This design comes from an exercise in tuning for small area and few clock cycles per item on the open sky130 flow, not from production work.
In this exercise RTL edits were held to simulation tests only and were not proved equivalent to the original.

Setup of run A:
// krc_coder
module krc_coder (
    input             clk,
    input             rst,           
    input             in_valid,
    output            in_ready,
    input             in_first,      
    input             in_last,       
    input             in_nb,         
    input      [1:0]  in_qsel,       
    input      [15:0] in_kinit,      
    input      [1:0]  in_col,
    input      [15:0] in_v,
    input      [15:0] in_p,
    input      [17:0] in_g,
    output reg        rec_valid,
    output reg [15:0] rec_data,
    output            out_valid,
    output     [31:0] out_data,
    output     [2:0]  out_nbytes,
    output            out_last
);
    localparam BUFW = 72;            
    reg        nb_r;
    reg [1:0]  qsel_r;
    reg [15:0] kinit_r;
    reg [5:0]  ctx0_r;               
    reg [5:0]  ctx_n [0:63];
    reg [21:0] ctx_b [0:63];         
    reg [BUFW-1:0] bbuf;             
    reg [6:0]      nbits;
    reg            flush;            
    wire emit_full = flush ? (nbits > 7'd32) : (nbits >= 7'd32);
    wire emit_last = flush && (nbits <= 7'd32);
    wire emit      = emit_full || emit_last;
    assign out_valid  = emit;
    assign out_data   = bbuf[BUFW-1 -: 32];
    assign out_nbytes = emit_last ? ((nbits[5:0] + 6'd7) >> 3) : 3'd4;
    assign out_last   = emit_last;
    wire        nb    = in_first ? in_nb    : nb_r;
    wire [1:0]  qsel  = in_first ? in_qsel  : qsel_r;
    wire [16:0] e17;                                     
    radd #(17) u_sub (.a({1'b0, in_v}), .b({1'b1, ~in_p}), .ci(1'b1), .s(e17), .co());
    wire        s    = nb ? e17[16] : e17[15];           
    wire [16:0] x    = e17 ^ {17{s}};
    reg  [2:0]  cadd;                                    
    always @(*) begin
        casez ({nb, s, qsel})
            4'b0???:          cadd = 3'd0;
            4'b1000, 4'b1001: cadd = 3'd1;
  ...
clock: 60.0 ns
lec_check: 0
cap_margin: 20
core_margin: 2
core_utilization: 65
place_density: 0.72
slew_margin: 20
standard.sh (not shown) runs the stock make flow with config.mk's settings and CLKGATE_MAP_FILE= SYNTH_SCRIPT=/design/flow/synth_recipe.tcl, a recipe that flattens the netlist after the stock synthesis.
==> flow/flow/run.sh <==
#!/bin/bash
# Own layout flow: the standard flow (standard.sh) with these changes:
#  - synthesis maps the logic with an area-oriented ABC script (amap; synth.tcl,
#    area.abc); the registers and their names are those of the standard
#    synthesis, which runs the same Yosys passes up to technology mapping;
#  - ports are buffered with the smallest buffer;
#  - the clock tree uses clkbuf_8 leaf buffers on clusters of up to 18
#    sinks, without dummy loads.
# Each step's full output goes to its own log in this folder (the ORFS logs
# are kept under orfs/logs as usual).
set -uo pipefail
W=$PWD
F=$W/flow
CTS="-sink_clustering_enable -repair_clock_nets -dont_use_dummy_load"
CTS="$CTS -buf_list sky130_fd_sc_hd__clkbuf_8 -sink_clustering_size 18 -sink_clustering_max_diameter 60"
VARS=(SYNTH_SCRIPT=$F/synth.tcl
      "BUFFER_PORTS_ARGS=-buffer_cell sky130_fd_sc_hd__buf_1"
      "CTS_ARGS=$CTS")
bash standard.sh "${VARS[@]}" synth > $W/own_synth.log 2>&1 || exit 1
bash standard.sh "${VARS[@]}" finish > $W/own_layout.log 2>&1 || exit 1
==> flow/flow/area.abc <==
strash
dch
amap -m -F 2000
topo
stime -c
==> flow/flow/synth.tcl <==
# The standard synthesis (synth_recipe.tcl), with ABC mapping the logic by
# an area-oriented script (area.abc beside this file) instead of ORFS's.
proc synth {args} { yosys synth -nofsm -noshare {*}$args }
set own_abc_script [file join [file dirname [file normalize [info script]]] area.abc]
proc abc {args} {
  global own_abc_script
  set i [lsearch -exact $args -script]
  if { $i >= 0 } {
    set args [lreplace $args [expr { $i + 1 }] [expr { $i + 1 }] $own_abc_script]
  }
  yosys abc {*}$args
}
source $::env(SCRIPTS_DIR)/synth.tcl
# left out here: clear keep_hierarchy, flatten, clean up, hide names made inside functions, write 1_2_yosys.v
The layout from run A, despite a flow that completed every stage, fails the layout checks, with the failing checks listed as capacitance limit, slew limit.
Testbench counts of run A, summed over its fixed seeds: cycles 139,277, items 139,264.
The inputs of run B differ from those of run A as listed below.
diff --git a/flow/flow/run.sh b/flow/flow/run.sh
--- a/flow/flow/run.sh
+++ b/flow/flow/run.sh
@@ -3 +3 @@
-#  - synthesis maps the logic with an area-oriented ABC script (amap; synth.tcl,
+#  - synthesis maps the logic with an area-oriented ABC script (synth.tcl,
==> flow/flow/area.abc <==
&get -n
&st
&dch
&nf -R 1000
&put
topo
stime -c
Results
- Cell count after synthesis in run B is about 5% higher than in run A
- Against run A, run B comes in 0.38 points lower on layout overhead on the synthesized area.
- Comparing run B and run A, the lower total via count in the routed design is on run B.
- Going from run A to run B, the complex-gate fraction of the synthesized area was found to have gone down by 2.3 points.
- Run B has completed all stages; timing, DRC and antenna checks passed.
- Summary of the comparison: horizontal extent of the die is higher in run B, relative to run A.
- Run B vs run A, wire length on met1 went down by about 0.9%.
- Run B vs run A: shortest clock period the worst path allows after layout down in run B
- Wire: run B routes less than run A
#### Input delta (run C over run B)
diff --git a/flow/flow/run.sh b/flow/flow/run.sh
--- a/flow/flow/run.sh
+++ b/flow/flow/run.sh
@@ -3 +3 @@
-#  - synthesis maps the logic with an area-oriented ABC script (synth.tcl,
+#  - synthesis maps the logic with an area-oriented ABC script (amap; synth.tcl,
==> flow/flow/area.abc <==
strash
dch -f
amap -m
topo
stime -c
Notes after the runs:
Run C vs run B — clock tree buffer count of the final layout dropped 12.
On die area, run B loses to run C.
Between run C and run B, number of non-filler instances in the completed layout is lower for run C, run B comes in above that.
Taking run C over run B, the number of inverters outside the clock class in the layout ratio works out to 2.2.
Diff run B -> run C: count of cell instances traversed by the critical path up 13, number of filler instances in the final layout down 1.2%, post-detailed-route via-to-cell ratio up 3.9%.
Relative to run B, the worst reg-to-reg setup slack of run C is lower by 1.55 ns.
Input-level comparison between run D and run C:
# run C
export LEC_CHECK = 0
export CAP_MARGIN = 20
export CORE_MARGIN = 2
export CORE_UTILIZATION = 65
export PLACE_DENSITY = 0.72
export SLEW_MARGIN = 20
create_clock -name core_clock -period 60.0 [get_ports {clk}]
# run D
export LEC_CHECK = 0
export CAP_MARGIN = 35
export CORE_MARGIN = 2
export CORE_UTILIZATION = 65
export PLACE_DENSITY = 0.72
export SLEW_MARGIN = 35
create_clock -name core_clock -period 60.0 [get_ports {clk}]
==> flow/flow/area.abc <==
strash
dch
amap -m -F 2000
topo
stime -c
## What came out
The final reports for run D and run C show met2 layer wire length in the routed design lower in the former.
Compared with run C, run D shows die area lower by 0.35%.
~same multi-input combinational area share in run D and run C
Sort run D and run C by via count normalized by instance count desc -> top: run D
Going from run C to run D, total wire length after detailed routing shrinks by about 0.7%.
Run D -> run C: sink count of the clock tree flat
Relative to run C, via count has decreased by 325 in run D.

afterwards: timing with drivers on the ports:
The results above use ideal ports. As a check the final layouts listed here were re-extracted and re-timed, cells and wires unchanged. Step 1 sets driving cells, clkbuf_16 on the clock port and buf_2 on the other inputs (assumed; they add their load-dependent delay and slew). Step 2 moves the port delays by t, midway between the first and last clock arrival at a register: inputs arrive t later, outputs are due t later. That takes back most of the time a late clock gives input paths. a / b / c = ideal / step 1 / step 2; a / b = the first two.
run | t, ns | setup slack, ns | latest minus earliest clock arrival (ns)
run A | 0.922 | 11.444 / 11.415 / 11.415 | 0.124 / 0.124
run B | 0.904 | 13.891 / 13.862 / 13.862 | 0.132 / 0.132
run C | 0.893 | 11.515 / 11.495 / 11.495 | 0.106 / 0.106
run D | 0.908 | 11.727 / 11.702 / 11.702 | 0.112 / 0.112
